This is an optimization exercise on Yosys and OpenROAD, whose aim is small area and a short achievable clock period, not a production implementation. The RTL was checked by simulation tests, not by an equivalence proof against the original design.

onyx:
Design scr_curve_thr, start of the top module:
module scr_curve_thr (
    input             clk,
    input             rst,
    input             in_valid,
    input      [11:0] g,           
    input      [95:0] curve,       
    input      [55:0] thr,         
    input      [2:0]  nbnd,        
    input             off,         
    output reg        out_valid,
    output reg [11:0] v,
    output reg [2:0]  level
);
Size in the first run: roughly 980 cells after synthesis, roughly 120 flip-flops.
Settings: LEC_CHECK=0, ABC_CLOCK_PERIOD_IN_PS=40000, CAP_MARGIN=20, CORE_MARGIN=2, CORE_UTILIZATION=40, CTS_BUF_LIST=sky130_fd_sc_hd__clkbuf_8, GPL_TIMING_DRIVEN=0, PLACE_DENSITY=0.6, SLEW_MARGIN=20, SYNTH_HIERARCHICAL=1, SYNTH_MINIMUM_KEEP_SIZE=0; clock period 70.0 ns.
standard.sh (not shown) runs the stock make flow with config.mk's settings and CLKGATE_MAP_FILE= SYNTH_SCRIPT=/design/flow/synth_recipe.tcl, a recipe that flattens the netlist after the stock synthesis.
==> flow/flow/run.sh <==
#!/bin/bash
# The standard layout (standard.sh), with each port buffered by a
# sky130_fd_sc_hd__buf_1 instead of the cell buffer_ports picks by default.
# make's full output goes to standard.log; ORFS writes each step's log under
# orfs/logs/.
set -euo pipefail
export BUFFER_PORTS_ARGS="-buffer_cell sky130_fd_sc_hd__buf_1"
bash standard.sh > standard.log 2>&1
onyx completed; timing, DRC and antenna clean
Input-level comparison between garnet and onyx:
Settings: GPL_TIMING_DRIVEN no longer set, was 0.
-- flow/flow/run.sh --
<<< onyx, line 3
# sky130_fd_sc_hd__buf_1 instead of the cell buffer_ports picks by default.
>>> garnet, line 3
# sky130_fd_sc_hd__buf_2 instead of the cell buffer_ports picks by default.
<<< onyx, line 7
export BUFFER_PORTS_ARGS="-buffer_cell sky130_fd_sc_hd__buf_1"
>>> garnet, line 7
export BUFFER_PORTS_ARGS="-buffer_cell sky130_fd_sc_hd__buf_2"
==> comparison <==
garnet finished every stage and its layout cleared the timing, DRC and antenna checks. Comparing onyx with garnet, the clock transition at the registers of the reported paths came out essentially unchanged. | reg2reg setup slack | garnet vs onyx | 0.33 ns higher |. From onyx to garnet, number of standard cells after synthesis did not move at all. Summary of garnet over onyx: clock latency at the later pin of the worst-skew pair now sits higher.
For maple, these inputs were changed with respect to garnet:
Settings: CTS_BUF_LIST no longer set, was sky130_fd_sc_hd__clkbuf_8.
Notes after the runs:
- Routed wire length of maple is on par with garnet.
- Max sequential portion of the cell area across garnet and maple: garnet
Inputs modified between maple and ember:
Settings: an added GPL_TIMING_DRIVEN of 0.
## What came out
More vias were needed by ember than by maple.
Every run in the comparison, ember and maple, completed the flow with a clean layout.
Across both runs, transition at the pin with the smallest max-transition slack was lower for ember than for maple.
ember against maple: overall fraction of global-route tracks in use decreased by 0.28 points relative to the old numbers, area growth from synthesis to final layout increased by 2.1 points relative to the old numbers, initial antenna violation count decreased by 1 relative to the old numbers, length of the first detailed-routing pass in iterations increased by 1 relative to the old numbers.

---

== oak ==
Another version of the RTL of scr_curve_thr (not shown whole).
Size in the first run: ~940 cells after synthesis, roughly 120 flip-flops, ~190 I/O pins, ~0.010 mm^2 of cells after synthesis.
// scr_curve_thr
module scr_curve_thr (
    input             clk,
    input             rst,
    input             in_valid,
    input      [11:0] g,           
    input      [95:0] curve,       
    input      [55:0] thr,         
    input      [2:0]  nbnd,        
    input             off,         
    output reg        out_valid,
    output reg [11:0] v,
    output reg [2:0]  level
);
    wire [11:0] pa, pb, su;
    wire        dec, m0;
    scr_pick u_pick (.g(g), .curve(curve), .pa(pa), .pb(pb), .s(su), .dec(dec), .m0(m0));
    reg        s_valid;
    reg [11:0] s_pa, s_pb, s_s;
    reg        s_dec, s_m0;
    reg [55:0] s_thr;
    reg [2:0]  s_nbnd;
    reg        s_off;
    always @(posedge clk) begin
        if (rst) s_valid <= 1'b0;
        else     s_valid <= in_valid;
        s_pa   <= pa;
        s_pb   <= pb;
        s_s    <= su;
        s_dec  <= dec;
        s_m0   <= m0;
        s_thr  <= thr;
        s_nbnd <= nbnd;
        s_off  <= off;
    end
    reg  [11:0] w;
    integer i;
    always @(*)
        for (i = 0; i < 12; i = i + 1)
            w[i] = s_s[i] ^ (~s_dec & ((s_s & ((12'd1 << i) - 12'd1)) == ((12'd1 << i) - 12'd1)))
                 ^ s_m0;
    wire pp0_0 = ~(w[0] ? s_pb[0] : s_pa[0]);
    wire pp0_1 = ~(w[0] ? s_pb[1] : s_pa[1]);
    wire pp0_2 = ~(w[0] ? s_pb[2] : s_pa[2]);
    wire pp0_3 = ~(w[0] ? s_pb[3] : s_pa[3]);
    wire pp0_4 = ~(w[0] ? s_pb[4] : s_pa[4]);
    wire pp0_5 = ~(w[0] ? s_pb[5] : s_pa[5]);
    wire pp0_6 = ~(w[0] ? s_pb[6] : s_pa[6]);
    wire pp0_7 = ~(w[0] ? s_pb[7] : s_pa[7]);
  ...
Settings: LEC_CHECK=0, ABC_CLOCK_PERIOD_IN_PS=40000, CAP_MARGIN=20, CORE_MARGIN=2, CORE_UTILIZATION=40, CTS_BUF_LIST=sky130_fd_sc_hd__clkbuf_8, GPL_TIMING_DRIVEN=0, PLACE_DENSITY=0.6, SLEW_MARGIN=20, SYNTH_HIERARCHICAL=1, SYNTH_MINIMUM_KEEP_SIZE=0; clock period 70.0 ns.
==> flow/flow/run.sh <==
#!/bin/bash
# The standard layout (standard.sh), with each port buffered by a
# sky130_fd_sc_hd__buf_1 instead of the cell buffer_ports picks by default,
# except the ports g[*], whose buffers become buf_4 after global placement
# (flow/portbuf.tcl); they feed the segment logic.
# make's full output goes to standard.log; ORFS writes each step's log under
# orfs/logs/.
set -euo pipefail
export BUFFER_PORTS_ARGS="-buffer_cell sky130_fd_sc_hd__buf_1"
export POST_GLOBAL_PLACE_TCL="$PWD/flow/portbuf.tcl"
bash standard.sh > standard.log 2>&1
==> flow/flow/portbuf.tcl <==
# Sourced after global placement (POST_GLOBAL_PLACE_TCL): the buffers of the
# gathered-value ports g[*], which feed the segment logic, become buf_4.
set block [ord::get_db_block]
foreach bterm [$block getBTerms] {
  if {![string match {g\[*} [$bterm getName]]} { continue }
  foreach iterm [[$bterm getNet] getITerms] {
    set inst [$iterm getInst]
    set master [[$inst getMaster] getName]
    if {[string match "sky130_fd_sc_hd__buf_*" $master]} {
      puts "port buffer [$inst getName]: $master -> sky130_fd_sc_hd__buf_4"
      replace_cell [get_cells [$inst getName]] sky130_fd_sc_hd__buf_4
    }
  }
}
oak finished every step from synthesis to the final layout, and the layout passed the timing, DRC and antenna checks.
Here is what was changed in the inputs of pine compared with oak.
==> flow/flow/run.sh <==
#!/bin/bash
# The standard layout (standard.sh), with each port buffered by a
# sky130_fd_sc_hd__buf_2 instead of the cell buffer_ports picks by default.
# make's full output goes to standard.log; ORFS writes each step's log under
# orfs/logs/.
set -euo pipefail
export BUFFER_PORTS_ARGS="-buffer_cell sky130_fd_sc_hd__buf_2"
bash standard.sh > standard.log 2>&1
removed: flow/flow/portbuf.tcl
### Flow results
Fraction of layout cells with a size suffix above 1 (pine over oak): increase, 15 points. Every run in the comparison, oak and pine, completed the flow with a clean layout. Status: share of the cycle needed by the critical path after routing parity (pine, oak). Between oak and pine, the first-pass GRT wire length does not differ in any meaningful way. Summary: HPWL reported at the end of detailed placement, pine worse than oak.

## separate check: timing with driven ports
The flow's constraints put no driver on any port. The routed layouts listed below were extracted and timed again, unchanged, in two steps. Step 1 sets driving cells, clkbuf_16 on the clock port and buf_2 on the other inputs (assumed; they add their load-dependent delay and slew). Step 2 also shifts input and output timing later by t, the mid clock arrival at the registers, as if the neighbouring blocks saw the same clock. a / b / c = no drivers / after step 1 / after step 2; a / b = the first two.
run | t, ns | slack for setup (ns) | latest minus earliest clock arrival (ns) | slew at the worst register clock pin (ns) | worst slew at a driven data input, ns
onyx | 0.488 | 53.919 / 53.940 / 53.452 | 0.012 / 0.012 | 0.09 / 0.09 | 0.07
garnet | 0.497 | 53.749 / 53.773 / 53.275 | 0.029 / 0.029 | 0.10 / 0.10 | 0.06
maple | 0.470 | 53.747 / 53.775 / 53.305 | 0.020 / 0.020 | 0.07 / 0.07 | 0.06
ember | 0.474 | 54.073 / 54.090 / 53.616 | 0.010 / 0.011 | 0.06 / 0.06 | 0.07
oak | 0.485 | 54.263 / 54.284 / 53.799 | 0.022 / 0.023 | 0.09 / 0.09 | 0.09
pine | 0.482 | 54.192 / 54.214 / 53.731 | 0.019 / 0.019 | 0.08 / 0.08 | 0.08
After both steps every run listed still meets setup and hold. For garnet, which loses most, drivers alone change the setup slack by +0.024 ns; drivers and shift together by -0.474 ns.
